This is an optimization exercise on Yosys and OpenROAD, whose aim is small area, a short achievable clock period and few clock cycles per item, not a production implementation.
At most, simulation tests tie the RTL to the original design; equivalence was not proved.
No functional check of the RTL was part of run 3.
Power is estimated from default activity; no workload was simulated.

## flow/standard.sh

```bash
#!/bin/bash
# synth_recipe.tcl (not shown) runs the flow's synth.tcl, then flattens the netlist and writes it again
# the make line also repeats each setting of config.mk as NAME=value (left out here)
make -C /OpenROAD-flow-scripts/flow DESIGN_CONFIG=/design/flow/config.mk WORK_HOME=/design/flow/orfs CLKGATE_MAP_FILE= SYNTH_SCRIPT=/design/flow/synth_recipe.tcl "${@:-finish}"
```

## flow/constraint.sdc

```tcl
create_clock -name core_clock -period 10.0 [get_ports {clk}]
set_input_delay 2.0000 -clock core_clock [delete_from_list [all_inputs] [get_ports {clk}]]
set_output_delay 2.0000 -clock core_clock [all_outputs]
set_load 0.01 [all_outputs]
```

## flow/flow/run.sh

```bash
#!/bin/bash
# Layout flow: the standard flow (its synthesis, floorplan, power grid,
# tap cells, placement, clock tree and routing), with two changes made through
# ORFS variables: timing repair aims at a setup slack of 6.5 ns instead of
# 0 ns, and the input and output ports are buffered with sky130_fd_sc_hd__buf_1.
# standard.sh's output goes to standard.log; ORFS keeps each step's log under
# orfs/logs/.
set -euo pipefail
export SETUP_SLACK_MARGIN=6.5
export BUFFER_PORTS_ARGS="-buffer_cell sky130_fd_sc_hd__buf_1"
bash standard.sh > standard.log 2>&1
```

## flow/design.v

```verilog
module fe_rms (
    input  wire        clk,
    input  wire        rst_n,
    input  wire        start,
    input  wire [63:0] sum,      
    input  wire [31:0] count,    
    output wire        in_ready,
    output reg         out_valid,
    output wire [31:0] rms
);
    reg        dbusy;
    reg [4:0]  dcnt;
    reg [31:0] drem;       
    reg [39:0] dq;         
    reg [31:0] dn;         
    reg        dz;         
    reg  ready;            
    wire dlast = (dcnt == 5'd28);    
    wire dfin  = (dcnt == 5'd29);    
    assign in_ready = ready;
    wire [33:0] tq = {drem, dq[39:38]};
    wire [33:0] d1, d2;
    wire        ge1, ge2;
    fe_rms_sub #(.W(34)) u_sub1 (.a(tq), .b({2'b0, dn}), .d(d1), .ge(ge1));
    fe_rms_sub #(.W(34)) u_sub2 (.a(tq), .b({1'b0, dn, 1'b0}), .d(d2), .ge(ge2));
    wire [34:0] ta = {1'b0, tq};
    wire [34:0] tb = ~{3'b0, dn};
    wire [34:0] tc = ~{2'b0, dn, 1'b0};
    wire [34:0] cx = ta ^ tb ^ tc;
    wire [34:0] cc = (ta & tb) | (ta & tc) | (tb & tc);
    wire [34:0] d3;
    fe_rms_add #(.W(35)) u_add3 (.a(cx), .b({cc[33:0], 1'b1}), .ci(1'b1), .s(d3));
    wire        ge3 = !d3[34];
    wire        q1  = ge2;
    wire        q2  = ge3 || (ge1 && !ge2);
    wire [31:0] r2  = ge3 ? d3[31:0] : ge2 ? d2[31:0] : ge1 ? d1[31:0] : tq[31:0];
    always @(posedge clk) begin
        if (in_ready) begin
            drem <= sum[63:40];
            dq   <= sum[39:0];
            dn   <= count;
            dz   <= (count == 32'd0);
            dcnt <= 5'd0;
        end else begin
            drem <= r2;
            dq   <= {dq[37:0], 2'b00};
            dcnt <= dcnt + 5'd1;
        end
        if (!rst_n) begin
            dbusy <= 1'b0;
            ready <= 1'b1;
        end else if (in_ready) begin
            dbusy <= start;
            ready <= !start;
        end else begin
            ready <= dlast;
        end
    end
    reg        sv;         
    reg        sfirst;     
    reg        slast;      
    reg [1:0]  qp;
    reg        pnz;        
    always @(posedge clk) begin
        qp     <= dz ? 2'b00 : {q1, q2};
        sfirst <= (dcnt == 5'd0);
        slast  <= dlast;
        if (dfin)
            pnz <= (drem != 32'd0);
        if (!rst_n)
            sv <= 1'b0;
        else
            sv <= dbusy && !dfin;
    end
    reg [29:0] srem;       
    reg [28:0] root;
    wire [31:0] ssh = {srem, qp};
    wire [28:0] rt  = root;
    wire [31:0] sdf;
    wire        sb;
    fe_rms_sub #(.W(32)) u_sub3 (.a(ssh), .b({1'b0, rt[28:0], 2'b01}), .d(sdf), .ge(sb));
    wire [29:0] sr  = sb ? sdf[29:0] : ssh[29:0];
    reg         srnd;      
    wire        inc = root[0] && !(!pnz && srem == 30'd0 && !root[1]);
    always @(posedge clk) begin
        if (sfirst)
            srem <= {28'd0, qp[1] & qp[0], qp[1] & !qp[0]};
        else
            srem <= sr;
        if (srnd)
            root <= {1'b0, root[28:1]} + {28'd0, inc};
        else if (sfirst)
            root <= {28'd0, qp != 2'b00};
        else
            root <= {rt[27:0], sb};
        if (!rst_n) begin
            srnd      <= 1'b0;
            out_valid <= 1'b0;
        end else begin
            srnd      <= sv && slast;
            out_valid <= srnd;
        end
    end
    assign rms = {3'd0, root};
endmodule
module fe_rms_sub #(
    parameter W = 33
) (
    input  wire [W-1:0] a,
    input  wire [W-1:0] b,
    output wire [W-1:0] d,
    output wire         ge
);
    localparam L = (W > 32) ? 6 : (W > 16) ? 5 : (W > 8) ? 4 : (W > 4) ? 3 : 2;
    wire [W-1:0] p = a ^ ~b;
    wire [W-1:0] g = a & ~b;
    wire [W-1:0] G [0:L];
    wire [W-1:0] P [0:L];
    assign G[0] = {g[W-1:1], g[0] | p[0]};
    assign P[0] = p;
    genvar l, i;
    generate
        for (l = 0; l < L; l = l + 1) begin : g_lvl
            for (i = 0; i < W; i = i + 1) begin : g_bit
                if ((i >> l) & 1) begin : g_op
                    localparam integer K = ((i >> l) << l) - 1;
                    assign G[l+1][i] = G[l][i] | (P[l][i] & G[l][K]);
                    assign P[l+1][i] = P[l][i] & P[l][K];
                end else begin : g_pass
                    assign G[l+1][i] = G[l][i];
                    assign P[l+1][i] = P[l][i];
                end
            end
        end
    endgenerate
    assign d  = p ^ {G[L][W-2:0], 1'b1};
    assign ge = G[L][W-1];
endmodule
module fe_rms_add #(
    parameter W = 35
) (
    input  wire [W-1:0] a,
    input  wire [W-1:0] b,
    input  wire         ci,
    output wire [W-1:0] s
);
    localparam L = (W > 32) ? 6 : (W > 16) ? 5 : (W > 8) ? 4 : (W > 4) ? 3 : 2;
    wire [W-1:0] p = a ^ b;
    wire [W-1:0] g = a & b;
    wire [W-1:0] G [0:L];
    wire [W-1:0] P [0:L];
    assign G[0] = {g[W-1:1], g[0] | (p[0] & ci)};
    assign P[0] = p;
    genvar l, i;
    generate
        for (l = 0; l < L; l = l + 1) begin : g_lvl
            for (i = 0; i < W; i = i + 1) begin : g_bit
                if ((i >> l) & 1) begin : g_op
                    localparam integer K = ((i >> l) << l) - 1;
                    assign G[l+1][i] = G[l][i] | (P[l][i] & G[l][K]);
                    assign P[l+1][i] = P[l][i] & P[l][K];
                end else begin : g_pass
                    assign G[l+1][i] = G[l][i];
                    assign P[l+1][i] = P[l][i];
                end
            end
        end
    endgenerate
    assign s = p ^ {G[L][W-2:0], ci};
endmodule
```

## flow/config.mk

```make
export PLATFORM = sky130hd
export DESIGN_NAME = fe_rms
export DESIGN_NICKNAME = fe_rms
export VERILOG_FILES = /design/flow/design.v
export SDC_FILE = /design/flow/constraint.sdc
export NUM_CORES = 4
export LEC_CHECK = 0
export CAP_MARGIN = 20
export CORE_MARGIN = 2
export CORE_UTILIZATION = 40
export SLEW_MARGIN = 20
```

==> reports/results.txt, run 1 <==
Drt pass-1 iters - 5
Vias per cell - 5.34
Core Box Area - 32400 sq um
Setup WS pre-CTS - 5.62 ns
Synth Cell Area - 13100 sq um
Design Power - 5670 uW
Worst vdd ir - 0.255 mV
Count of final setup violators - 0
CP delay by family, top - compound AO/OA/AOI/OAI gates
Slew HR - 36.7%
Worst-Skew Late Latency - 0.45 ns
Root Driver - clkbuf_16
Adder-cell area share of the yosys netlist - 20.3%
Lkg Pwr - 0.00638 uW
Cell variety after synth - 80
Wirelength per Cell - 17.5 um
CP max stage delay - 0.46 ns
Register cell area after layout - 3940 sq um
CTS Buf Count - 17
Final Hold Fails - 0
H-tree levels - 4
Final ANT Viol Nets - 0
Minimum clock period - 3.60 ns
Worst setup SP type - register
Commonest cells post-synth - dfxtp_1, inv_1, ha_1
Post-synth top area cell - dfxtp_1
GRT Total Usage - 21.3%
Initial DRC count - 682
Setup TNS - 0 ns
I/O Pins - 133
Vias in the first global route - 10600
Final GP Congestion - 0.914
Maximum root-to-sink buffer count - 2
Fin worst setup slack - 6.40 ns
Die Span Y - 185 um
Clock-pin slew on the worst setup and hold paths - 0.07 ns
Largest net degree at the start of global routing - 69
Outcome - finished clean
Seq/Total Area, Yosys - 30.0%
Max Cap Viol - 0
Slowest-stage cell, CP - fa_1
Max Fanout on Critical Path - 6
DIE WIDTH - 185 um
Layout cell share with drive strength beyond 1 - 15.5%
Post-Synth Simple-Gate Area - 14.0%
Crit-path cells - inv_2, fa_1, ha_4, and3_4, o31a_1, o21ai_2, o21ai_4, a41oi_4, o41ai_4, buf_4, o22a_4, nor2_4, buf_12, nand2_8, a211oi_4, a2111oi_4
Cell row count - 66
Post-layout nets - 1876
RSZ-0062 raised after global routing - yes
Yosys top cell area share - 22.2%
Crit path buffers/inverters - 3
Number of synthesized flops with an enable pin - 34
Count leader, synth - dfxtp_1
Post-synthesis mux area share - 5.35%
Placed Area - 14000 sq um
# diodes - 0
Period utilization - 36.0%
Largest family of logic cells by synthesized area - adder cells
YS warnings - 4
Clock Skews - 0.0102 ns
Synth Area in Compound Gates - 17.3%
Initial Utilization - 40.3%
Hold Crit Class - register to register
Fmax achieved - 278 MHz
Slew Limit Fails - 0
Footprint of the multi-input gates - 8960 sq um
# DRC - 0
Remaining global-route overflow - 0
Xor and xnor fraction of the mapped netlist area - 7.58%
PortBufs - 129
Crit path kind - register to register
Pwr Density - 363 nW/um^2
Synthesized flop and latch total - 179
Fin cells - 2049
Die area - 34100 sq um
Avg Cell Area, Syn - 9.16 sq um
Antenna violations before repair - 0
Placed Cells - 1967
Crit path required time - 10.29 ns
Clock Sinks - 179
HPWL after DPL - 26.5 mm
Layout area overhead - 19.4%
Primary FF master, synth - dfxtp_1
Top post-synthesis cells by area - dfxtp_1, ha_1, edfxtp_1
Fillers - 3141
Mapped Cells - 1426
Post-CTS Hold Fix Bufs - 0
Worst slew pin tran - 0.949 ns
Crit path capture type - register
WL final - 35.8 mm
CTS tree - done
Via count - 10900
First-pass GRT wire length - 56.3 mm
WP data arrival - 3.89 ns
Fin area - 15600 sq um
Synth async-reset ratio - 0%
## cell families after synthesis
family	count (synthesis)
xor+xnor	113
compound gates	335
mux	65
flops	179
other cells	1
simple gates	374
fa+ha+maj	183
buf+inv	176
## report_power, final
group | internal (uW) | switching, uW | total, uW
registers | 894 | 191 | 1090
clock network | 338 | 339 | 676
logic | 1820 | 2090 | 3910
## worst reg2reg max path, stage by stage, from the launching register on
cell and delay [ns]:
edfxtp_1 0.40, inv_2 0.11, fa_1 0.46, ha_4 0.27, and3_4 0.17, o31a_1 0.24, o21ai_2 0.16, o21ai_4 0.09
a41oi_4 0.37, o41ai_4 0.09, buf_4 0.16, o22a_4 0.21, nor2_4 0.14, buf_12 0.16, nand2_8 0.10, a211oi_4 0.25
a2111oi_4 0.05
## state kept, by name, indices dropped and copies added, names as in the netlist
name       count
qp             2
pnz            1
sv             1
srem          30
ready          1
dcnt           5
drem          32
dn            32
root          29
slast          1
dbusy          1
dz             1
out_valid      1
srnd           1
sfirst         1
dq            40
## final timing paths
| check | from | endpoint | slack [ns] | depth (start not counted) |
|---|---|---|---|---|
| max | dn[9]$_DFFE_PP_ | drem[19]$_DFF_P_ | 6.40 | 16 |
| min reg2reg | dz$_DFFE_PP_ | qp[0]$_SDFF_PP0_ | 0.43 | 1 |
| max reg2reg | dn[9]$_DFFE_PP_ | drem[19]$_DFF_P_ | 6.40 | 16 |
| min | dz$_DFFE_PP_ | qp[0]$_SDFF_PP0_ | 0.43 | 1 |
## per-layer routing
metal / wire, um / track usage (%) / vias to the layer above
met2: 17300 / 36.7 / 254
met4: 862 / 5.97 / 0
met3: 1570 / 3.85 / 50
li1: - / - / 5425
met1: 16000 / 27.3 / 5217
met5: 0 / 0 / -
## metrics by stage
| stage | hold slack, ns | utilization, % |
|---|---|---|
| finish | 0.433 | 48.2 |
| floorplan | 0.409 | - |
| detailed placement | 0.425 | 43.2 |
| global route | 0.448 | 48.2 |
| CTS | 0.435 | 46.7 |
| global placement | 0.418 | 43.2 |
## cells in the final DEF, fill, tap and decap left out, types with 26 or more instances in the layout
master,instances
dfxtp_1,132
ha_1,129
buf_1,129
inv_1,124
nand2_1,97
nor2_1,87
a21oi_1,83
xnor2_1,72
o21ai_0,48
fa_1,48
buf_4,42
xor2_1,40
mux2_2,39
edfxtp_1,34
nand3_1,29
nor4_1,27
nand4_1,26
mux2i_1,26
## layout make-up
cell class | count | share of cell area, %
clock buffer | 18 | 2.82
clock inverter | 14 | 0.890
inverter | 137 | 3.30
multi-input combinational | 1074 | 57.4
sequential | 179 | 25.3
tap | 442 | 3.55
timing repair buffer | 185 | 6.74
## what timing repair did
| item | CTS | global route |
|---|---|---|
| gates cloned | 2 | 0 |
| setup endpoints to repair | 64 | 50 |
| pin swaps | 25 | 31 |
| buffers inserted | 28 | 20 |
| resized for setup | 70 | 75 |
Testbench counts, summed over its fixed seeds: cycles 48,016, items 1,600.
==> inputs of run 2 (changes only) <==
==> flow/flow/run.sh (replaced) <==
#!/bin/bash
# Layout flow: the standard flow (its synthesis, floorplan, power grid,
# tap cells, placement, clock tree and routing), with two changes made through
# ORFS variables: timing repair aims at a setup slack of 7 ns instead of
# 0 ns, and the input and output ports are buffered with sky130_fd_sc_hd__buf_1.
# standard.sh's output goes to standard.log; ORFS keeps each step's log under
# orfs/logs/.
set -euo pipefail
export SETUP_SLACK_MARGIN=7
export BUFFER_PORTS_ARGS="-buffer_cell sky130_fd_sc_hd__buf_1"
bash standard.sh > standard.log 2>&1
--- a/flow/config.mk
+++ b/flow/config.mk
@@ -5,6 +5,7 @@
 export SDC_FILE = /design/flow/constraint.sdc
 export NUM_CORES = 4
 export LEC_CHECK = 0
+export ABC_AREA = 1
 export CAP_MARGIN = 20
 export CORE_MARGIN = 2
 export CORE_UTILIZATION = 40
==> run 2 against run 1 <==
  * Die area rose by 13%
  * Cell area rose by 10%
  * Utilization fell by 1.0 points
  * Via count rose by 28%
  * Fmax rose by 21%
  * Global-route usage rose by 0.56 points
  * Clock-buffer cell count rose by 6
  * Worst setup slack improved by 0.62 ns
  * Non-clock buffer count rose by 1
==> reports/results.txt, run 2 <==
Outcome - finished clean
Commonest non-fill, non-tap cell in the layout - nand2_1
Most frequent cells in the layout - nand2_1, inv_1, nand3_1
Clock Sinks - 179 (unchanged)
Layout area overhead - 16.6%
Worst vdd ir - 0.156 mV (-39%)
Count of final setup violators - 0 (unchanged)
Fmax achieved - 335 MHz (+21%)
CP max stage delay - 0.55 ns (+0.09 ns)
Commonest cells post-synth - nand2_1, inv_1, nand3_1
Yosys top cell area share - 19.7% (-2.6 points)
Post-layout nets - 2519 (+34%)
Hold Crit Class - register to register
Maximum root-to-sink buffer count - 2 (unchanged)
Cell variety after synth - 57 (-29%)
Slew HR - 28.8% (-7.9 points)
Fillers - 3626 (+15%)
Drt pass-1 iters - 6 (+1)
Final GP Congestion - 0.872 (-4.6%)
Crit-path cells - inv_1, fa_1, inv_1, ha_2, nand2_1, nor2_1, nand2_1, nor3_2, nand2_1, nand2_2, nand2_4, buf_12, nand2_8, clkinv_8, nand3_2, nand2_1, nand2_1, nand2_1
# DRC - 0 (unchanged)
Worst path most repeated cell - nand2_1
Lkg Pwr - 0.00852 uW (+33%)
I/O Pins - 133 (unchanged)
Synthesized flop and latch total - 179 (unchanged)
Number of synthesized flops with an enable pin - 34 (unchanged)
Pwr Density - 309 nW/um^2 (-15%)
DIE WIDTH - 196 um (+6.2%)
Slowest-stage cell, CP - fa_1
Reg with most FFs - dq
Initial DRC count - 859 (+26%)
CTS Buf Count - 17 (unchanged)
Cell row count - 70 (+6.1%)
YS warnings - 4 (unchanged)
Largest register FFs - 40 (unchanged)
Count leader, synth - nand2_1
RSZ-0062 raised after global routing - yes
Synth Cell Area - 14800 sq um (+13%)
Crit path buffers/inverters - 4 (+1)
Via count - 14000 (+28%)
Top post-synthesis cells by area - dfxtp_1, nand2_1, ha_1
Antenna violations before repair - 2 (+2)
Final ANT Viol Nets - 0 (unchanged)
WL final - 42.6 mm (+19%)
Worst-Skew Late Latency - 0.46 ns (about the same)
First-pass GRT wire length - 67.0 mm (+19%)
Seq/Total Area, Yosys - 26.6% (-3.5 points)
HPWL after DPL - 29.7 mm (+12%)
Crit path required time - 10.34 ns (+0.05 ns)
WP data arrival - 3.32 ns (-0.57 ns)
Max Fanout on Critical Path - 8 (+2)
CP delay by family, top - simple AND/OR/NAND/NOR gates
H-tree levels - 4 (unchanged)
Top Registers - dq: 40 flops, dn: 32 flops, drem: 32 flops
Largest net degree at the start of global routing - 61 (-12%)
Primary FF master, synth - dfxtp_1
Wirelength per Cell - 15.7 um (-10%)
Core Box Area - 36500 sq um (+13%)
Clock Skews - 0.0172 ns (+0.00698 ns)
Vias in the first global route - 13200 (+24%)
Layout cell share with drive strength beyond 1 - 15.1% (-0.38 points)
Period utilization - 29.8% (-6.2 points)
Synth async-reset ratio - 0% (unchanged)
Slew Limit Fails - 0 (unchanged)
Minimum clock period - 2.98 ns (-0.620 ns)
Post-synth top area cell - dfxtp_1
Mapped Cells - 2074 (+45%)
GRT Total Usage - 21.9% (+0.56 points)
Final Hold Fails - 0 (unchanged)
Die area - 38500 sq um (+13%)
Worst setup SP type - register
Crit path kind - register to register
Crit path capture type - register
Avg Cell Area, Syn - 7.12 sq um (-22%)
Clock-pin slew on the worst setup and hold paths - 0.08 ns (about the same)
CTS tree - done
Initial Utilization - 40.4% (+0.080 points)
Final hold slack - 0.400 ns (-0.0331 ns)
Setup TNS - 0 ns (unchanged)
Root Driver - clkbuf_16
Vias per cell - 5.14 (-3.8%)
PortBufs - 129 (unchanged)
Max Cap Viol - 0 (unchanged)
Worst slew pin tran - 1.07 ns (+0.119 ns)
Die Span Y - 196 um (+6.2%)
Remaining global-route overflow - 0 (unchanged)
[run 2: changes by cell type after synthesis, sizes merged, moves of 18 or more]
cell and delta:
nand2 +577, nand3 +154, inv +150, xnor2 -47
mux2 -39, a21oi +33, mux2i -26, a211oi -23
o31ai -19, buf +18
[run 2: worst reg2reg max path, stage by stage, from the launching register on]
cell and delay, ns:
dfxtp_1 0.40, inv_1 0.12, fa_1 0.55, inv_1 0.04, ha_2 0.38, nand2_1 0.08, nor2_1 0.16, nand2_1 0.13
nor3_2 0.16, nand2_1 0.08, nand2_2 0.08, nand2_4 0.09, buf_12 0.14, nand2_8 0.11, clkinv_8 0.13, nand3_2 0.08
nand2_1 0.04, nand2_1 0.05, nand2_1 0.04
[run 2: timing repair]
item / in CTS / in global routing
setup buffers: 20 / 30
pin swaps: 6 / 19
gates resized for setup: 92 / 86
cloned: 8 / 2
hold buffers: 0 / 0
endpoints found under the setup margin: 57 / 51
[run 2: worst paths after layout]
path | end | depth (start not counted) | start | slack (ns)
setup / recovery | drem[9]$_DFF_P_ | 18 | drem[20]$_DFF_P_ | 7.02
hold / removal | srnd$_SDFF_PN0_ | 2 | slast$_DFF_P_ | 0.40
setup reg to reg | drem[9]$_DFF_P_ | 18 | drem[20]$_DFF_P_ | 7.02
hold reg to reg | srnd$_SDFF_PN0_ | 2 | slast$_DFF_P_ | 0.40
[run 2: cell families (layout without fill, tap and decap cells)]
group	after synthesis	after routing	synth area share, %
simple gates	1062	1068	31.7
fa+ha+maj	183	183	17.9
flops	179	179	26.6
buf+inv	338	506	9.49
other cells	1	4	0.0254
xor+xnor	64	64	3.80
compound gates	247	247	10.5
[run 2: power by group]
group | switching [uW] | total (uW) | internal (uW)
clock network | 317 | 689 | 371
logic | 2180 | 3600 | 1420
registers | 163 | 1030 | 869
[run 2: final cells by class]
type                       instances  area (sq um)  area share, %
multi-input combinational       1565          9860           57.2
sequential                       179          4010           23.3
inverter                         286          1100           6.37
timing repair buffer             186          1060           6.13
tap                              468           586           3.40
clock buffer                      24           524           3.04
clock inverter                     8          60.1          0.349
timing repair inverter             2          27.5          0.160
antenna                            1          2.50         0.0145
[run 2: stage by stage]
| stage | area [sq um] | cells | setup slack [ns] | total power (uW) | util [%] |
|---|---|---|---|---|---|
| after CTS | 16700 | 2686 | 6.97 | 5050 | 45.7 |
| after floorplan | 14800 | 2076 | 7.07 | 3520 | - |
| after detailed placement | 15600 | 2626 | 6.11 | 4120 | 42.6 |
| final | 17200 | 2719 | 7.02 | 5320 | 47.1 |
| after global routing | 17200 | 2718 | 6.87 | 5790 | 47.1 |
| after global placement | 15600 | 2626 | 6.13 | 4070 | 42.6 |
[run 2: layer usage]
| layer | track usage [%] | routed length (um) |
|---|---|---|
| met5 | 0 | 13 |
| met1 | 30.1 | 19800 |
| met2 | 35.5 | 19400 |
| met4 | 6.09 | 740 |
| met3 | 3.61 | 2670 |
==> inputs of run 3 (changes only) <==
--- a/flow/design.v
+++ b/flow/design.v
@@ -111,7 +111,7 @@
     output wire [W-1:0] d,
     output wire         ge
 );
-    localparam L = (W > 32) ? 6 : (W > 16) ? 5 : (W > 8) ? 4 : (W > 4) ? 3 : 2;
+    localparam L = $clog2(W);
     wire [W-1:0] p = a ^ ~b;
     wire [W-1:0] g = a & ~b;
     wire [W-1:0] G [0:L];
@@ -144,7 +144,7 @@
     input  wire         ci,
     output wire [W-1:0] s
 );
-    localparam L = (W > 32) ? 6 : (W > 16) ? 5 : (W > 8) ? 4 : (W > 4) ? 3 : 2;
+    localparam L = $clog2(W);
     wire [W-1:0] p = a ^ b;
     wire [W-1:0] g = a & b;
     wire [W-1:0] G [0:L];
--- a/flow/config.mk
+++ b/flow/config.mk
@@ -5,7 +5,6 @@
 export SDC_FILE = /design/flow/constraint.sdc
 export NUM_CORES = 4
 export LEC_CHECK = 0
-export ABC_AREA = 1
 export CAP_MARGIN = 20
 export CORE_MARGIN = 2
 export CORE_UTILIZATION = 40
==> run 3 against run 2 <==
  * Worst setup slack worse by 0.70 ns
  * Hold slack better by 0.040 ns
  * Via count is 19% lower
  * Combinational power is 26% higher
  * Sequential power is 6% higher
  * Clock-buffer cell count is 6 lower
  * Largest cell class unchanged
==> reports/results.txt, run 3 <==
Post-CTS Hold Fix Bufs - 0 (unchanged)
HPWL after DPL - 26.5 mm (-11%)
Top Registers - dq: 40 flops, dn: 32 flops, drem: 32 flops
Top post-synthesis cells by area - dfxtp_1, ha_1, edfxtp_1
Crit path kind - register to register
Fillers - 3090 (-15%)
Most frequent cells in the layout - ha_1, inv_1, dfxtp_1
CTS tree - done
Post-synth top area cell - dfxtp_1
CP max stage delay - 0.53 ns (-0.02 ns)
Antenna violations before repair - 0 (-2)
Slowest-stage cell, CP - fa_1
Placed Area - 14100 sq um (-9.7%)
Final Hold Fails - 0 (unchanged)
Hold Crit Class - register to register
RSZ-0062 raised after global routing - yes
Root Driver - clkbuf_16
Max Fanout on Critical Path - 10 (+2)
Synth Cell Area - 13100 sq um (-12%)
Pwr Density - 385 nW/um^2 (+25%)
WL final - 38.2 mm (-10%)
Initial DRC count - 751 (-13%)
Yosys top cell area share - 22.2% (+2.6 points)
I/O Pins - 133 (unchanged)
Clock-pin slew on the worst setup and hold paths - 0.08 ns (about the same)
Outcome - finished clean
Reg with most FFs - dq
Vias in the first global route - 10800 (-18%)
Met1 Use GR - 28.7% (-1.3 points)
WP data arrival - 4.01 ns (+0.69 ns)
Synthesized flop and latch total - 179 (unchanged)
Die area - 34100 sq um (-11%)
Die Span Y - 185 um (-5.8%)
Post-layout nets - 1927 (-24%)
DIE WIDTH - 185 um (-5.8%)
Slew HR - 34.3% (+5.5 points)
Remaining global-route overflow - 0 (unchanged)
Lkg Pwr - 0.00683 uW (-20%)
Design Power - 6310 uW (+19%)
Final ANT Viol Nets - 0 (unchanged)
Seq/Total Area, Yosys - 30.0% (+3.5 points)
First-pass GRT wire length - 58.0 mm (-13%)
GRT Total Usage - 22.1% (+0.24 points)
Slew Limit Fails - 0 (unchanged)
# diodes - 0 (-1)
Worst vdd ir - 0.235 mV (+51%)
Drt pass-1 iters - 6 (unchanged)
Max Cap Viol - 0 (unchanged)
Final core occ - 50.7% (+3.5 points)
Period utilization - 36.8% (+7.0 points)
Layout cell share with drive strength beyond 1 - 23.0% (+7.9 points)
Primary FF master, synth - dfxtp_1
CTS Buf Count - 17 (unchanged)
Synth async-reset ratio - 0% (unchanged)
Fin area - 16400 sq um (-4.7%)
Met2 GRT Util - 37.8% (+2.3 points)
Met3 usage - 2.75% (-0.86 points)
Initial Utilization - 40.3% (-0.080 points)
Worst setup SP type - register
Placed Cells - 1965 (-25%)
Via count - 11400 (-19%)
H-tree levels - 4 (unchanged)
Avg Cell Area, Syn - 9.16 sq um (+29%)
GRT busiest layer - met2
Setup TNS - 0 ns (unchanged)
Crit path required time - 10.33 ns (about the same)
Clock Sinks - 179 (unchanged)
Wirelength per Cell - 18.2 um (+16%)
Worst slew pin tran - 0.983 ns (-0.0847 ns)
Largest register FFs - 40 (unchanged)
Commonest cells post-synth - dfxtp_1, inv_1, ha_1
Fmax achieved - 272 MHz (-19%)
Number of synthesized flops with an enable pin - 34 (unchanged)
PortBufs - 129 (unchanged)
Crit-path cells - inv_1, fa_1, inv_1, ha_1, a21oi_2, o21ai_2, a221oi_2, nor2_1, a21oi_2, o41ai_4, buf_4, o22a_4, nor2_4, nand2_8, buf_4, a211oi_4, a211oi_2
Minimum clock period - 3.68 ns (+0.698 ns)
Layout area overhead - 25.6%
Cell row count - 66 (-5.7%)
Mapped Cells - 1426 (-31%)
Core Box Area - 32400 sq um (-11%)
YS warnings - 4 (unchanged)
Count leader, synth - dfxtp_1
# DRC - 0 (unchanged)
Vias per cell - 5.41 (+5.3%)
Worst-Skew Late Latency - 0.46 ns (about the same)
Fin cells - 2100 (-23%)
Commonest non-fill, non-tap cell in the layout - ha_1
Maximum root-to-sink buffer count - 2 (unchanged)
Cell variety after synth - 80 (+40%)
Count of final setup violators - 0 (unchanged)
Final GP Congestion - 0.880 (+0.83%)
Clock Skews - 0.0123 ns (-0.00490 ns)
Crit path capture type - register
Largest net degree at the start of global routing - 62 (+1.6%)
==> run 3: cell types whose count changed in the layout (fill, tap and decap cells not counted), moves of 29 or more <==
cell     before  now
buf_4        48   77
inv_1       242  117
xnor2_1      25   72
mux2_2        0   39
nand2_1     650   98
nand3_1     162   29
==> run 3: path summary, 6_finish.rpt <==
kind / start / to / slack [ns] / cells past startpoint
worst max-delay path: drem[17]$_DFF_P_ / drem[13]$_DFF_P_ / 6.32 / 17
worst min register to register: dbusy$_SDFFE_PN0P_ / sv$_SDFF_PN0_ / 0.44 / 2
worst min-delay path: dbusy$_SDFFE_PN0P_ / sv$_SDFF_PN0_ / 0.44 / 2
worst max register to register: drem[17]$_DFF_P_ / drem[13]$_DFF_P_ / 6.32 / 17
==> run 3: cell type report <==
type                            count  area [sq um]  area share (%)
Sequential cell                   179          4020            24.5
Multi-Input combinational cell   1077          9220            56.2
Clock inverter                     14           155           0.946
Timing Repair Buffer              233          1510            9.20
Inverter                          137           517            3.15
Tap cell                          442           553            3.37
Clock buffer                       18           429            2.62
==> run 3: layer usage <==
layer	up-vias	part of all wire, %
met1	5451	43
met5	-	0
met3	74	4.4
met2	317	49
li1	5526	-
met4	0	2.9
==> run 3: critical path, delay by kind of cell, from the launching register on <==
family / cells / cell delay, ns
and+or+nand+nor: 3 / 0.47
DFF: 1 / 0.40
AOI/OAI and AO/OA: 8 / 1.32
adders and majority gates: 2 / 0.90
buffers and inverters: 4 / 0.49
==> run 3: timing repair <==
action / in CTS / in global routing
setup buffers: 52 / 44
endpoints found under the hold margin: 0 / 0
gates resized for setup: 134 / 113
pin swaps: 24 / 57
endpoints found under the setup margin: 98 / 92
gates cloned: 4 / 3
==> run 3: logic make-up (layout without fill, tap and decap cells) <==
group	Yosys count	count (layout)	synth area share (%)
other cells	1	3	0.0287
compound gates	335	335	17.3
mux	65	65	5.35
fa+ha+maj	183	183	20.3
buf+inv	176	402	5.46
xor+xnor	113	113	7.58
simple gates	374	378	14.0
flops	179	179	30.0
==> run 3: through the flow <==
step	hold WS (ns)	setup slack [ns]
2_1_floorplan	0.409	6.75
3_3_place_gp	0.421	5.86
3_5_place_dp	0.424	5.82
4_1_cts	0.435	6.32
5_1_grt	0.455	6.14
6_report	0.439	6.32
==> run 3: where the power goes <==
group / leakage [uW] / total [uW] / internal [uW] / switching [uW]
Combinational: 0.00498 / 4540 / 2230 / 2310
Sequential: 0.00157 / 1090 / 894 / 200
Clock: 0.000286 / 678 / 336 / 342
==> inputs of run 4 (changes only) <==
--- a/flow/design.v
+++ b/flow/design.v
@@ -18,6 +18,7 @@
     wire dlast = (dcnt == 5'd28);    
     wire dfin  = (dcnt == 5'd29);    
     assign in_ready = ready;
+    wire load = !dbusy || dfin;
     wire [33:0] tq = {drem, dq[39:38]};
     wire [33:0] d1, d2;
     wire        ge1, ge2;
@@ -35,7 +36,7 @@
     wire        q2  = ge3 || (ge1 && !ge2);
     wire [31:0] r2  = ge3 ? d3[31:0] : ge2 ? d2[31:0] : ge1 ? d1[31:0] : tq[31:0];
     always @(posedge clk) begin
-        if (in_ready) begin
+        if (load) begin
             drem <= sum[63:40];
             dq   <= sum[39:0];
             dn   <= count;
@@ -111,7 +112,7 @@
     output wire [W-1:0] d,
     output wire         ge
 );
-    localparam L = $clog2(W);
+    localparam L = (W > 32) ? 6 : (W > 16) ? 5 : (W > 8) ? 4 : (W > 4) ? 3 : 2;
     wire [W-1:0] p = a ^ ~b;
     wire [W-1:0] g = a & ~b;
     wire [W-1:0] G [0:L];
@@ -144,7 +145,7 @@
     input  wire         ci,
     output wire [W-1:0] s
 );
-    localparam L = $clog2(W);
+    localparam L = (W > 32) ? 6 : (W > 16) ? 5 : (W > 8) ? 4 : (W > 4) ? 3 : 2;
     wire [W-1:0] p = a ^ b;
     wire [W-1:0] g = a & b;
     wire [W-1:0] G [0:L];
--- a/flow/config.mk
+++ b/flow/config.mk
@@ -5,7 +5,10 @@
 export SDC_FILE = /design/flow/constraint.sdc
 export NUM_CORES = 4
 export LEC_CHECK = 0
+export ABC_AREA = 1
 export CAP_MARGIN = 20
 export CORE_MARGIN = 2
 export CORE_UTILIZATION = 40
+export CTS_BUF_LIST = sky130_fd_sc_hd__clkbuf_8
+export CTS_CLUSTER_SIZE = 40
 export SLEW_MARGIN = 20
==> run 4 against run 3 <==
  * Hold slack got worse by 0.013 ns
  * Wire length rose by 10%
  * Flip-flop and latch count did not move
  * Fmax rose by 22%
  * Largest power group unchanged
  * Area after synthesis rose by 12%
  * Worst setup slack improved by 0.67 ns
  * Utilization fell by 2.2 points
  * Non-clock buffer count fell by 22
  * Global-route usage fell by 0.60 points
  * Still clean
  * Synthesized cell count rose by 45%
  * Cell area rose by 7.1%
  * Clock power fell by 19%
==> reports/results.txt, run 4 <==
Slew HR - 24.7% (-9.7 points)
Xor and xnor fraction of the mapped netlist area - 4.61% (-3.0 points)
Most frequent cells in the layout - nand2_1, inv_1, nand3_1
Root Driver - clkbuf_8
Fillers - 3604 (+17%)
Slew Limit Fails - 0 (unchanged)
Commonest non-fill, non-tap cell in the layout - nand2_1
Reg with most FFs - dq
Die Span Y - 195 um (+5.7%)
Top post-synthesis cells by area - dfxtp_1, nand2_1, ha_1
Seq/Total Area, Yosys - 26.8% (-3.2 points)
# DRC - 0 (unchanged)
Max Fanout on Critical Path - 2 (-8)
Primary FF master, synth - dfxtp_1
Fmax achieved - 332 MHz (+22%)
Clock Sinks - 179 (unchanged)
Synth Cell Area - 14600 sq um (+12%)
DIE WIDTH - 195 um (+5.7%)
Commonest cells post-synth - nand2_1, inv_1, nand3_1
Core Box Area - 36300 sq um (+12%)
Crit path kind - register to output port
Max Cap Viol - 0 (unchanged)
Cell row count - 70 (+6.1%)
HPWL after DPL - 29.2 mm (+10%)
YS warnings - 4 (unchanged)
Reg-to-reg endpoint - drem[14]$_DFF_P_
CTS tree - done
Post-CTS Hold Fix Bufs - 0 (unchanged)
RSZ-0062 raised after global routing - yes
Post-synth top area cell - dfxtp_1
Worst r2r path cells - 16 (-1)
Avg Cell Area, Syn - 7.07 sq um (-23%)
Layout cell share with drive strength beyond 1 - 16.5% (-6.5 points)
Mapped Cells - 2068 (+45%)
Setup TNS - 0 ns (unchanged)
Stages on worst setup path - 1 (-16)
Yosys top cell area share - 19.9% (-2.4 points)
Minimum clock period - 3.01 ns (-0.668 ns)
CTS Buf Count - 17 (unchanged)
Top Registers - dq: 40 flops, dn: 32 flops, drem: 32 flops
Initial Utilization - 40.3% (about the same)
Synthesized flop and latch total - 179 (unchanged)
Synth Area in Compound Gates - 9.99% (-7.3 points)
Crit path required time - 8.00 ns (-2.33 ns)
Crit path to - in_ready
Worst vdd ir - 0.193 mV (-18%)
Design Power - 5550 uW (-12%)
Clock Skews - 0.0182 ns (+0.00594 ns)
PortBufs - 129 (unchanged)
Cell variety after synth - 51 (-36%)
Outcome - finished clean
Vias per cell - 5.10 (-5.9%)
Initial DRC count - 739 (-1.6%)
Worst setup SP type - register
Worst-Skew Late Latency - 0.51 ns (+0.05 ns)
Remaining global-route overflow - 0 (unchanged)
Worst slew pin tran - 1.13 ns (+0.142 ns)
WP data arrival - 1.01 ns (-3.00 ns)
Layout area overhead - 20.2%
H-tree levels - 4 (unchanged)
Count of final setup violators - 0 (unchanged)
CP max stage delay - 0.38 ns (-0.15 ns)
GRT Total Usage - 21.5% (-0.60 points)
Largest family of logic cells by synthesized area - simple AND/OR/NAND/NOR gates
Via count - 13900 (+23%)
RR Startpoint - drem[17]$_DFF_P_
Clock-pin slew on the worst setup and hold paths - 0.12 ns (+0.04 ns)
Footprint of the multi-input gates - 9960 sq um (+8.0%)
Worst R2R Setup Slack - 7.07 ns (+0.75 ns)
Final ANT Viol Nets - 0 (unchanged)
Pwr Density - 316 nW/um^2 (-18%)
Period utilization - 30.1% (-6.7 points)
Register cell area after layout - 4020 sq um (about the same)
Maximum root-to-sink buffer count - 2 (unchanged)
Number of synthesized flops with an enable pin - 34 (unchanged)
Drt pass-1 iters - 6 (unchanged)
CP delay by family, top - flip-flops
First-pass GRT wire length - 66.3 mm (+14%)
Post-Synth Simple-Gate Area - 31.0% (+17 points)
Final Hold Fails - 0 (unchanged)
Crit path buffers/inverters - 1 (-3)
Crit-path cells - buf_6
Crit path capture type - output port
Critical Path Start - ready$_SDFF_PN1_
Lkg Pwr - 0.00858 uW (+26%)
Post-layout nets - 2538 (+32%)
Slowest-stage cell, CP - dfxtp_4
Hold Crit Class - register to register
I/O Pins - 133 (unchanged)
Antenna violations before repair - 0 (unchanged)
Placed Area - 15400 sq um (+9.8%)
Post-synthesis mux area share - 0% (-5.4 points)
# diodes - 0 (unchanged)
Largest register FFs - 40 (unchanged)
Adder-cell area share of the yosys netlist - 18.1% (-2.2 points)
WL final - 42.0 mm (+10%)
Synth async-reset ratio - 0% (unchanged)
Die area - 38100 sq um (+12%)
Count leader, synth - nand2_1
Fin area - 17600 sq um (+7.1%)
Wirelength per Cell - 15.3 um (-16%)
Largest net degree at the start of global routing - 71 (+15%)
Final hold slack - 0.427 ns (-0.0129 ns)
Vias in the first global route - 13300 (+23%)
Final GP Congestion - 0.899 (+2.2%)
[run 4: power breakdown]
group          switching [uW]  internal [uW]
registers                 162            887
logic                    2380           1580
clock network             347            198
total                    2890           2660
[run 4: routing by layer]
layer  up-vias  GRT usage [%]  part of all wire, %
met1      6404           27.3                   45
met5         -              0                    0
li1       7057              -                    -
met3        59           3.16                  5.4
met2       428           37.5                   47
met4         0           7.01                  2.4
[run 4: cells by family after synthesis]
kind of cell,after synthesis
AO/OA/AOI/OAI,248
AND/OR/NAND/NOR,1046
other,1
flip-flops,179
buffers and inverters,334
XOR/XNOR,77
adder cells (fa/ha/maj),183
[run 4: tightest hold or removal path, cell delays in order (launching register included)]
cell     delay (ns)
dfxtp_1        0.32
nand2_1        0.05
nor2_1         0.03
[run 4: area by class of cell]
type	instances	share of cell area (%)
multi-input cells	1561	56.7
well taps	468	3.33
clock buffers	17	1.33
repair buffers	211	8.17
clock inverters	15	1.16
flip-flops and latches	179	22.9
repair inverters	2	0.128
inverters	284	6.29
[run 4: how the worst min path moves through the flow]
stage | slack [ns] | cells after the start | endpoint | startpoint
floorplan | 0.40 | 2 | srnd$_SDFF_PN0_ | slast$_DFF_P_
global placement | 0.40 | 2 | srnd$_SDFF_PN0_ | slast$_DFF_P_
detailed placement | 0.41 | 2 | srnd$_SDFF_PN0_ | slast$_DFF_P_
CTS | 0.42 | 2 | srnd$_SDFF_PN0_ | slast$_DFF_P_
global route | 0.46 | 2 | dq[39]$_DFF_P_ | dq[37]$_DFF_P_
finish | 0.43 | 2 | srnd$_SDFF_PN0_ | slast$_DFF_P_
[run 4: what timing repair did]
action	CTS	global route
setup endpoints to repair	65	109
setup buffers	42	35
gates cloned	3	4
pin swaps	7	42
resized for setup	149	121
[run 4: stage by stage]
stage	cells	utilization, %	setup WS (ns)
2_1_floorplan	2070	-	7.02
4_1_cts	2698	46.0	6.95
6_report	2737	48.4	6.99
3_5_place_dp	2621	42.6	5.81
5_1_grt	2737	48.4	6.94
3_3_place_gp	2621	42.6	5.91
Testbench counts of run 4, summed over its fixed seeds: cycles 48,016, items 1,600.
==> inputs of run 5 (changes only) <==
--- a/flow/config.mk
+++ b/flow/config.mk
@@ -9,6 +9,5 @@
 export CAP_MARGIN = 20
 export CORE_MARGIN = 2
 export CORE_UTILIZATION = 40
-export CTS_BUF_LIST = sky130_fd_sc_hd__clkbuf_8
-export CTS_CLUSTER_SIZE = 40
 export SLEW_MARGIN = 20
+export TNS_END_PERCENT = 10
==> run 5 against run 4 <==
  * Register-to-register slack gained 0.04 ns
  * Utilization shrank 1.9 points
  * Clock skew shrank 0.0041 ns
  * First-iteration DRC count grew 4.5%
  * Total power shrank 0.19%
  * Wire length shrank 2.6%
  * Still clean
==> reports/results.txt, run 5 <==
Clock Skews - 0.0141 ns (-0.00413 ns)
Period utilization - 30.6% (+0.42 points)
Final Hold Fails - 0 (unchanged)
Slew Limit Fails - 0 (unchanged)
Cell row count - 70 (unchanged)
Hold depth - 2 (unchanged)
Top post-synthesis cells by area - dfxtp_1, nand2_1, ha_1
Worst-Skew Late Latency - 0.46 ns (-0.05 ns)
Layout area overhead - 15.5%
CP delay by family, top - flip-flops
Fin worst setup slack - 6.94 ns (-0.0423 ns)
Clock Sinks - 179 (unchanged)
Worst setup SP type - register
CP max stage delay - 0.43 ns (+0.05 ns)
Pwr Density - 328 nW/um^2 (+3.8%)
Post-layout nets - 2497 (-1.6%)
Layout cell share with drive strength beyond 1 - 11.3% (-5.3 points)
# DRC - 0 (unchanged)
WL final - 40.9 mm (-2.6%)
H-tree levels - 4 (unchanged)
Final ANT Viol Nets - 0 (unchanged)
Minimum clock period - 3.06 ns (+0.0423 ns)
CTS tree - done
Crit path capture type - output port
Worst slew pin tran - 1.16 ns (+0.0321 ns)
Worst vdd ir - 0.168 mV (-13%)
Yosys top cell area share - 19.9% (unchanged)
Die Span Y - 195 um (unchanged)
Outcome - finished clean
CTS Buf Count - 17 (unchanged)
Post-CTS Hold Fix Bufs - 0 (unchanged)
Via count - 13700 (-1.9%)
Count leader, synth - nand2_1
Setup WS pre-CTS - 5.81 ns (unchanged)
Crit path buffers/inverters - 1 (unchanged)
Synth async-reset ratio - 0% (unchanged)
GRT Total Usage - 21.5% (-0.058 points)
Post-synth top area cell - dfxtp_1
Slew HR - 22.5% (-2.1 points)
First-pass GRT wire length - 66.0 mm (-0.46%)
Wirelength per Cell - 15.2 um (-1.2%)
Clock-pin slew on the worst setup and hold paths - 0.08 ns (-0.04 ns)
Initial Utilization - 40.3% (unchanged)
Vias per cell - 5.07 (-0.44%)
Maximum root-to-sink buffer count - 2 (unchanged)
Placed Cells - 2621 (unchanged)
Cell variety after synth - 51 (unchanged)
Max Cap Viol - 0 (unchanged)
# diodes - 0 (unchanged)
Remaining global-route overflow - 0 (unchanged)
Largest register FFs - 40 (unchanged)
RR Startpoint - dn[23]$_DFFE_PN_
Mapped Cells - 2068 (unchanged)
Synth Cell Area - 14600 sq um (unchanged)
Antenna violations before repair - 0 (unchanged)
RSZ-0062 raised after global routing - yes
Initial DRC count - 772 (+4.5%)
Avg Cell Area, Syn - 7.07 sq um (unchanged)
Stages on worst setup path - 1 (unchanged)
Crit path required time - 8.00 ns (about the same)
Lkg Pwr - 0.00825 uW (-3.9%)
Drt pass-1 iters - 5 (-1)
Reg-to-reg endpoint - drem[7]$_DFF_P_
I/O Pins - 133 (unchanged)
Crit path kind - register to output port
Slowest-stage cell, CP - dfxtp_1
Critical Path Start - root[24]$_DFF_P_
PortBufs - 129 (unchanged)
Number of synthesized flops with an enable pin - 34 (unchanged)
Final GP Congestion - 0.899 (unchanged)
Largest net degree at the start of global routing - 71 (unchanged)
Fmax achieved - 327 MHz (-1.4%)
Worst r2r path cells - 13 (-3)
DIE WIDTH - 195 um (unchanged)
Reg with most FFs - dq
Seq/Total Area, Yosys - 26.8% (unchanged)
Max Fanout on Critical Path - 5 (+3)
Crit-path cells - buf_1
Hold path endpoint - srnd$_SDFF_PN0_
Commonest cells post-synth - nand2_1, inv_1, nand3_1
Core Box Area - 36300 sq um (unchanged)
Fin cells - 2696 (-1.5%)
YS warnings - 4 (unchanged)
Hold Crit Class - register to register
Root Driver - clkbuf_16
Top Registers - dq: 40 flops, dn: 32 flops, drem: 32 flops
WP data arrival - 1.06 ns (+0.05 ns)
Most frequent cells in the layout - nand2_1, inv_1, nand3_1
Worst R2R Setup Slack - 7.11 ns (+0.04 ns)
Primary FF master, synth - dfxtp_1
Vias in the first global route - 13300 (-0.58%)
Commonest non-fill, non-tap cell in the layout - nand2_1
Synthesized flop and latch total - 179 (unchanged)
Setup TNS - 0 ns (unchanged)
Die area - 38100 sq um (unchanged)
Count of final setup violators - 0 (unchanged)
Hold Startpoint - slast$_DFF_P_
HPWL after DPL - 29.2 mm (unchanged)
[run 5: cell counts after synthesis]
No cell type changed its count.
[run 5: cell type report]
class | count | area [sq um]
clock buffer | 17 | 425
clock inverter | 15 | 204
fill | 3671 | 19400
inverter | 284 | 1090
multi-input combinational | 1561 | 9760
sequential | 179 | 3960
tap | 468 | 586
timing repair buffer | 170 | 843
timing repair inverter | 2 | 17.5
[run 5: timing repair]
| action | in CTS | in global routing |
|---|---|---|
| setup buffers | 14 | 22 |
| setup endpoints to repair | 61 | 111 |
| resized for setup | 64 | 73 |
| pin swaps | 7 | 21 |
| gates cloned | 5 | 2 |
[run 5: where the power goes]
group          switching, uW  internal [uW]
registers                166            887
logic                   2320           1460
clock network            367            345
total                   2850           2690
[run 5: how the worst max path moves through the flow]
stage | end | slack [ns]
global placement | drem[16]$_DFF_P_ | 5.91
floorplan | drem[16]$_DFF_P_ | 7.02
global route | drem[16]$_DFF_P_ | 6.91
finish | rms[24] | 6.94
CTS | rms[27] | 6.90
detailed placement | drem[16]$_DFF_P_ | 5.81
[run 5: cell families (layout without fill, tap and decap cells)]
family / after synthesis / in the layout / share of synthesized area [%]
AND/OR/NAND/NOR: 1046 / 1050 / 31.0
other: 1 / 3 / 0.0256
XOR/XNOR: 77 / 77 / 4.61
buffers and inverters: 334 / 488 / 9.40
flip-flops: 179 / 179 / 26.8
adder cells (fa/ha/maj): 183 / 183 / 18.1
AO/OA/AOI/OAI: 248 / 248 / 9.99
[run 5: per-stage QoR]
step | hold slack (ns) | area (sq um) | util [%] | total power, uW
2_1_floorplan | 0.395 | 14600 | - | 3800
3_3_place_gp | 0.402 | 15400 | 42.6 | 4360
3_5_place_dp | 0.405 | 15400 | 42.6 | 4430
4_1_cts | 0.417 | 16500 | 45.4 | 5350
5_1_grt | 0.448 | 16900 | 46.6 | 6090
6_report | 0.422 | 16900 | 46.6 | 5540
[run 5: per-layer routing]
layer | GRT usage, % | share of wire (%)
met5 | 0 | 0
met4 | 6.87 | 2.1
met3 | 3.40 | 5.0
met2 | 37.3 | 47
met1 | 27.2 | 46
==> inputs of run 6 (changes only) <==
--- a/flow/config.mk
+++ b/flow/config.mk
@@ -10,4 +10,3 @@
 export CORE_MARGIN = 2
 export CORE_UTILIZATION = 40
 export SLEW_MARGIN = 20
-export TNS_END_PERCENT = 10
==> run 6 against run 5 <==
  * Total power fell by 0.54%
  * Fmax rose by 2.4%
  * Clock skew fell by 0.00077 ns
  * Synthesized cell count did not move
  * Hold slack barely moved
  * Cell area rose by 0.56%
  * Global-route usage rose by 0.13 points
  * Largest power group unchanged
  * Worst setup slack improved by 0.071 ns
  * Cell count rose by 0.19%
  * Via count rose by 0.88%
  * Combinational power barely moved
  * Clock power barely moved
==> reports/results.txt, run 6 <==
Internal - 2680 uW (-0.66%)
Root Driver - clkbuf_16
Footprint of the multi-input gates - 9700 sq um (-0.55%)
Number of synthesized flops with an enable pin - 34 (unchanged)
Max Cap Viol - 0 (unchanged)
Lkg Pwr - 0.00841 uW (+2.0%)
Switching share of power - 51.5% (+0.056 points)
RR Startpoint - dn[23]$_DFFE_PN_
CP delay by family, top - adder cells
WP data arrival - 3.39 ns (+2.33 ns)
GRT Total Usage - 21.6% (+0.13 points)
CTS Buf Count - 17 (unchanged)
Period utilization - 29.8% (-0.71 points)
Setup WS pre-CTS - 5.81 ns (unchanged)
Layout cell share with drive strength beyond 1 - 13.3% (+2.1 points)
Remaining global-route overflow - 0 (unchanged)
Synth Cell Area - 14600 sq um (unchanged)
Avg Cell Area, Syn - 7.07 sq um (unchanged)
Synthesized flop and latch total - 179 (unchanged)
PortBufs - 129 (unchanged)
Die Span Y - 195 um (unchanged)
Worst slew pin tran - 1.13 ns (-0.0250 ns)
Hold Crit Class - register to register
WL final - 41.2 mm (+0.67%)
Mapped Cells - 2068 (unchanged)
Worst r2r path cells - 14 (+1)
Vias per cell - 5.11 (+0.69%)
Antenna violations before repair - 0 (unchanged)
Most frequent cells in the layout - nand2_1, inv_1, nand3_1
Vias in the first global route - 13300 (+0.50%)
Fillers - 3657 (-0.38%)
Slew Limit Fails - 0 (unchanged)
CP max stage delay - 0.45 ns (+0.02 ns)
Final ANT Viol Nets - 0 (unchanged)
Share of power burned in registers - 19.0% (about the same)
Slew HR - 24.2% (+1.7 points)
Worst R2R Setup Slack - 7.02 ns (-0.09 ns)
Cell variety after synth - 51 (unchanged)
Reg with most FFs - dq
Worst vdd ir - 0.168 mV (about the same)
Drt pass-1 iters - 7 (+2)
Post-synth top area cell - dfxtp_1
Max Fanout on Critical Path - 6 (+1)
Fin worst setup slack - 7.02 ns (+0.0710 ns)
Clock Sinks - 179 (unchanged)
Worst setup SP type - register
Primary FF master, synth - dfxtp_1
Core Box Area - 36300 sq um (unchanged)
HPWL after DPL - 29.2 mm (unchanged)
Stages on worst setup path - 14 (+13)
Crit path capture type - register
Setup TNS - 0 ns (unchanged)
DIE WIDTH - 195 um (unchanged)
Maximum root-to-sink buffer count - 2 (unchanged)
CTS tree - done
Fmax achieved - 335 MHz (+2.4%)
Final core occ - 46.8% (+0.26 points)
H-tree levels - 4 (unchanged)
Die area - 38100 sq um (unchanged)
Final hold slack - 0.422 ns (-0.000121 ns)
Post-layout nets - 2502 (+0.20%)
Yosys top cell area share - 19.9% (unchanged)
Commonest cells post-synth - nand2_1, inv_1, nand3_1
Clk network pwr share - 12.9% (about the same)
Synth async-reset ratio - 0% (unchanged)
Top post-synthesis cells by area - dfxtp_1, nand2_1, ha_1
Commonest non-fill, non-tap cell in the layout - nand2_1
Seq/Total Area, Yosys - 26.8% (unchanged)
First-pass GRT wire length - 66.4 mm (+0.66%)
Largest register FFs - 40 (unchanged)
Initial Utilization - 40.3% (unchanged)
Cell row count - 70 (unchanged)
Hold Startpoint - slast$_DFF_P_
RSZ-0062 raised after global routing - yes
# diodes - 0 (unchanged)
Outcome - finished clean
Largest net degree at the start of global routing - 71 (unchanged)
Worst-Skew Late Latency - 0.46 ns (about the same)
Via count - 13800 (+0.88%)
I/O Pins - 133 (unchanged)
Wirelength per Cell - 15.2 um (+0.48%)
Pwr Density - 325 nW/um^2 (-1.1%)
Top Registers - dq: 40 flops, dn: 32 flops, drem: 32 flops
Hold path endpoint - srnd$_SDFF_PN0_
Crit path required time - 10.40 ns (+2.40 ns)
Reg-to-reg endpoint - drem[14]$_DFF_P_
Clock-pin slew on the worst setup and hold paths - 0.08 ns (about the same)
Design Power - 5510 uW (-0.54%)
Crit path kind - register to register
Gate power share - 68.1% (about the same)
Count leader, synth - nand2_1
Final Hold Fails - 0 (unchanged)
Count of final setup violators - 0 (unchanged)
Crit path buffers/inverters - 3 (+2)
Sw Pwr - 2840 uW (-0.44%)
Clock Skews - 0.0133 ns (-0.000774 ns)
Layout area overhead - 16.2%
YS warnings - 4 (unchanged)
Crit-path cells - inv_1, fa_1, ha_1, a21oi_1, nand3_4, a21oi_2, nand2_2, nand2_4, nand2_8, buf_12, buf_16, a21oi_1, nand2_1, nand2_1
Register cell area after layout - 4020 sq um (+1.5%)
Final GP Congestion - 0.899 (unchanged)
Slowest-stage cell, CP - edfxtp_1
Minimum clock period - 2.98 ns (-0.0710 ns)
Hold depth - 2 (unchanged)
# DRC - 0 (unchanged)
Initial DRC count - 770 (-0.26%)
[run 6: repair_timing]
item | CTS | global route
pin swaps | 7 | 12
buffers inserted | 21 | 21
gates resized for setup | 124 | 65
hold buffers | 0 | 0
endpoints found under the setup margin | 61 | 75
gates cloned | 5 | 1
[run 6: area by class of cell]
| type | count | share of cell area (%) |
|---|---|---|
| Clock buffer | 17 | 2.50 |
| Tap cell | 468 | 3.45 |
| Timing Repair inverter | 1 | 0.0516 |
| Timing Repair Buffer | 176 | 5.53 |
| Inverter | 284 | 6.45 |
| Clock inverter | 15 | 1.20 |
| Multi-Input combinational cell | 1561 | 57.1 |
| Sequential cell | 179 | 23.7 |
[run 6: per-stage QoR]
stage | cell area (sq um) | cells
after CTS | 16600 | 2679
after floorplan | 14600 | 2070
after detailed placement | 15400 | 2621
final | 17000 | 2701
after global placement | 15400 | 2621
after global routing | 17000 | 2701
[run 6: tightest hold or removal path, cell delays in order, from the launching register on]
cell and delay [ns]:
dfxtp_1 0.31, nand2_1 0.05, nor2_1 0.03
[run 6: logic make-up (layout without fill, tap and decap cells)]
family                   count (synthesis)  count (layout)  share of synthesized area (%)
buffers and inverters                  334             493                           9.40
flip-flops                             179             179                           26.8
XOR/XNOR                                77              77                           4.61
AND/OR/NAND/NOR                       1046            1050                           31.0
adder cells (fa/ha/maj)                183             183                           18.1
other                                    1               3                         0.0256
AO/OA/AOI/OAI                          248             248                           9.99
[run 6: worst max-delay path by stage]
stage                                start                to
after global placement     dn[1]$_DFFE_PN_  drem[16]$_DFF_P_
after detailed placement   drem[2]$_DFF_P_  drem[16]$_DFF_P_
final                     dn[23]$_DFFE_PN_  drem[14]$_DFF_P_
after CTS                 root[26]$_DFF_P_           rms[26]
after global routing      dn[27]$_DFFE_PN_  drem[18]$_DFF_P_
after floorplan            drem[2]$_DFF_P_  drem[16]$_DFF_P_
[run 6: power by group through the flow]
stage	sequential [uW]	combinational, uW	clock (uW)
2_1_floorplan	1000	2790	0
3_3_place_gp	1060	3310	0
3_5_place_dp	1060	3370	0
4_1_cts	1050	3590	732
5_1_grt	1070	4240	752
6_report	1050	3750	711
[run 6: routing by layer]
metal	vias to the layer above	share of wire, %	track usage [%]
li1	6996	-	-
met3	55	5.8	3.51
met2	420	48	37.4
met4	0	2.3	7.01
met1	6327	44	27.4
met5	-	0	0
==> inputs of run 7 (changes only) <==
--- a/flow/config.mk
+++ b/flow/config.mk
@@ -8,5 +8,5 @@
 export ABC_AREA = 1
 export CAP_MARGIN = 20
 export CORE_MARGIN = 2
-export CORE_UTILIZATION = 40
+export CORE_UTILIZATION = 50
 export SLEW_MARGIN = 20
==> run 7 against run 6 <==
  * Synthesized cell count is the same
  * Cell area up 1.5%
  * First-iteration DRC count increased by 22%
  * Global-route usage grew 4.3 points
  * Register-to-register slack worse by 0.06 ns
  * Non-clock buffer count grew 12
  * Flip-flop and latch count is the same
  * Worst setup slack got worse by 0.062 ns
  * Largest cell class unchanged
  * Sequential power about the same
  * Largest power group unchanged
  * Still clean
  * Total power increased by 3.9%
==> reports/results.txt, run 7 <==
Minimum clock period - 3.05 ns (+0.0616 ns)
Highest routed layer - met4
Mapped Cells - 2068 (unchanged)
Count leader, synth - nand2_1
Initial Utilization - 50.8% (+10 points)
Count of final setup violators - 0 (unchanged)
Primary FF master, synth - dfxtp_1
Layout cell share with drive strength beyond 1 - 14.5% (+1.1 points)
Outcome - finished clean
Clock Sinks - 179 (unchanged)
Number of synthesized flops with an enable pin - 34 (unchanged)
Layout area overhead - 18.0%
WL final - 41.5 mm (+0.90%)
Vias per cell - 5.22 (+2.2%)
Cell row count - 62 (-11%)
Core Box Area - 28800 sq um (-21%)
Slew HR - 23.5% (-0.71 points)
Commonest cells post-synth - nand2_1, inv_1, nand3_1
Top Registers - dq: 40 flops, dn: 32 flops, drem: 32 flops
Hold Crit Class - register to register
RSZ-0062 raised after global routing - yes
RR Startpoint - drem[19]$_DFF_P_
I/O Pins - 133 (unchanged)
Synthesized flop and latch total - 179 (unchanged)
PortBufs - 129 (unchanged)
Post-synth top area cell - dfxtp_1
Worst slew pin tran - 1.14 ns (+0.0107 ns)
Largest register FFs - 40 (unchanged)
Final GP Congestion - 0.891 (-0.87%)
Antenna violations before repair - 0 (unchanged)
CTS tree - done
# DRC - 0 (unchanged)
Post-CTS Hold Fix Bufs - 0 (unchanged)
Final ANT Viol Nets - 0 (unchanged)
Root Driver - clkbuf_16
Critical Path Start - drem[19]$_DFF_P_
Wirelength per Cell - 15.8 um (+3.6%)
Clock Skews - 0.0143 ns (+0.000977 ns)
Yosys top cell area share - 19.9% (unchanged)
HPWL after DPL - 28.6 mm (-1.9%)
Crit path required time - 10.33 ns (-0.07 ns)
Setup TNS - 0 ns (unchanged)
Worst setup SP type - register
# diodes - 0 (unchanged)
Fin area - 17200 sq um (+1.5%)
Commonest non-fill, non-tap cell in the layout - nand2_1
Met2 Wirelength - 19.5 mm (-0.34%)
Post-layout nets - 2516 (+0.56%)
Most frequent cells in the layout - nand2_1, inv_1, nand3_1
Avg Cell Area, Syn - 7.07 sq um (unchanged)
Synth Cell Area - 14600 sq um (unchanged)
Worst-Skew Late Latency - 0.45 ns (about the same)
Top post-synthesis cells by area - dfxtp_1, nand2_1, ha_1
Seq/Total Area, Yosys - 26.8% (unchanged)
M1 WL - 18.3 mm (+0.39%)
Synth async-reset ratio - 0% (unchanged)
CTS Buf Count - 17 (unchanged)
Final Hold Fails - 0 (unchanged)
Worst vdd ir - 0.145 mV (-14%)
Fillers - 2736 (-25%)
Crit path kind - register to register
DIE WIDTH - 175 um (-10%)
GRT Total Usage - 25.9% (+4.3 points)
Vias in the first global route - 12800 (-4.3%)
Die area - 30600 sq um (-20%)
Max Fanout on Critical Path - 7 (+1)
Placed Area - 15300 sq um (-0.63%)
Lkg Pwr - 0.00859 uW (+2.1%)
Pwr Density - 332 nW/um^2 (+2.3%)
Die Span Y - 175 um (-10%)
YS warnings - 4 (unchanged)
Slew Limit Fails - 0 (unchanged)
H-tree levels - 4 (unchanged)
Initial DRC count - 937 (+22%)
Reg with most FFs - dq
Hold Startpoint - slast$_DFF_P_
Largest net degree at the start of global routing - 78 (+9.9%)
Period utilization - 30.5% (+0.62 points)
Crit path capture type - register
Remaining global-route overflow - 0 (unchanged)
Cell variety after synth - 51 (unchanged)
Max Cap Viol - 0 (unchanged)
Met3 wire len - 2.42 mm (+1.5%)
Via count - 13700 (-0.43%)
Fmax achieved - 328 MHz (-2.0%)
Clock-pin slew on the worst setup and hold paths - 0.08 ns (about the same)
Maximum root-to-sink buffer count - 2 (unchanged)
WP data arrival - 3.38 ns (about the same)
First-pass GRT wire length - 63.6 mm (-4.2%)
Drt pass-1 iters - 7 (unchanged)
[run 7: repair_timing]
action,4_1_cts,5_1_grt
pin swaps,7,44
gates resized for setup,89,141
setup endpoints to repair,58,120
buffers inserted,14,38
cloned,3,6
[run 7: worst paths after layout]
kind              depth (start not counted)  slack (ns)          endpoint
setup / recovery                         17        6.95  drem[13]$_DFF_P_
hold / removal                            2        0.42   srnd$_SDFF_PN0_
setup reg to reg                         17        6.95  drem[13]$_DFF_P_
hold reg to reg                           2        0.42   srnd$_SDFF_PN0_
[run 7: final cells by class]
| type | count | area, sq um | share of cell area, % |
|---|---|---|---|
| Timing Repair inverter | 3 | 52.6 | 0.305 |
| Clock buffer | 17 | 425 | 2.47 |
| Timing Repair Buffer | 188 | 1130 | 6.57 |
| Sequential cell | 179 | 3990 | 23.2 |
| Multi-Input combinational cell | 1561 | 9890 | 57.4 |
| Clock inverter | 15 | 164 | 0.950 |
| Tap cell | 384 | 480 | 2.79 |
| Inverter | 284 | 1100 | 6.41 |
[run 7: kinds of logic after synthesis]
logic type | share of synthesized area (%)
AND/OR/NAND/NOR | 31.0
buffers and inverters | 9.40
AO/OA/AOI/OAI | 9.99
other | 0.0256
XOR/XNOR | 4.61
flip-flops | 26.8
adder cells (fa/ha/maj) | 18.1
[run 7: worst max-delay path, cell delays in order (launching register included)]
cell	delay, ns
dfxtp_2	0.37
inv_1	0.10
fa_1	0.56
inv_1	0.05
ha_1	0.35
a21o_1	0.22
nand3_2	0.09
nand3_4	0.11
a21oi_2	0.18
nand2_2	0.09
nand2_4	0.10
nand2_8	0.11
buf_6	0.21
clkbuf_16	0.17
nand2_4	0.07
nand2_1	0.04
nand2_1	0.05
nand2_1	0.05
[run 7: power breakdown]
| group | internal, uW | switching [uW] |
|---|---|---|
| sequential | 884 | 162 |
| combinational | 1570 | 2430 |
| clock | 337 | 352 |
| total | 2790 | 2940 |
[run 7: per-layer routing]
metal	GRT usage (%)	vias up
met5	0	-
met4	7.71	0
met3	4.63	71
met2	44.2	422
met1	33.4	6233
li1	-	7013
[run 7: per-stage QoR]
step / total power (uW) / setup slack (ns) / instances / utilization, % / hold slack [ns]
finish: 5730 / 6.95 / 2631 / 59.9 / 0.419
global route: 6260 / 6.84 / 2631 / 59.9 / 0.440
global placement: 4390 / 5.86 / 2538 / 53.3 / 0.406
floorplan: 3800 / 7.02 / 2070 / - / 0.395
detailed placement: 4430 / 5.77 / 2538 / 53.3 / 0.409
CTS: 5280 / 6.97 / 2587 / 56.5 / 0.422

port drivers added, routing unchanged:
The flow's constraints put no driver on any port. The routed layouts listed below were extracted and timed again, unchanged, in two steps. Step 1 assumes that a clkbuf_16 drives the clock port and a buf_2 every other input. Step 2, shift: input delay + t, output delay - t, t = (earliest + latest rising clock arrival at the registers) / 2. This alone moves slack from input paths to output paths. Slacks: ideal ports / drivers / drivers and shift; pairs: ideal ports / drivers.
| run | t, ns | slack for setup (ns) | hold slack, ns | worst slew at a driven data input, ns |
|---|---|---|---|---|
| run 1 | 0.495 | 6.397 / 6.397 / 6.397 | 0.433 / 0.433 / 0.433 | 0.07 |
| run 2 | 0.498 | 7.017 / 6.985 / 6.620 | 0.400 / 0.400 / 0.400 | 0.08 |
| run 3 | 0.501 | 6.319 / 6.319 / 6.319 | 0.439 / 0.439 / 0.439 | 0.08 |
| run 4 | 0.550 | 6.986 / 6.937 / 6.709 | 0.427 / 0.427 / 0.427 | 0.04 |
| run 5 | 0.506 | 6.944 / 6.893 / 6.734 | 0.422 / 0.422 / 0.422 | 0.04 |
| run 6 | 0.506 | 7.015 / 6.973 / 6.719 | 0.422 / 0.422 / 0.422 | 0.04 |
| run 7 | 0.497 | 6.953 / 6.953 / 6.674 | 0.419 / 0.419 / 0.419 | 0.05 |
After both steps every run listed still meets setup and hold. The setup slack of run 2, which loses most, moves by -0.032 ns with the drivers and by -0.397 ns with both steps.
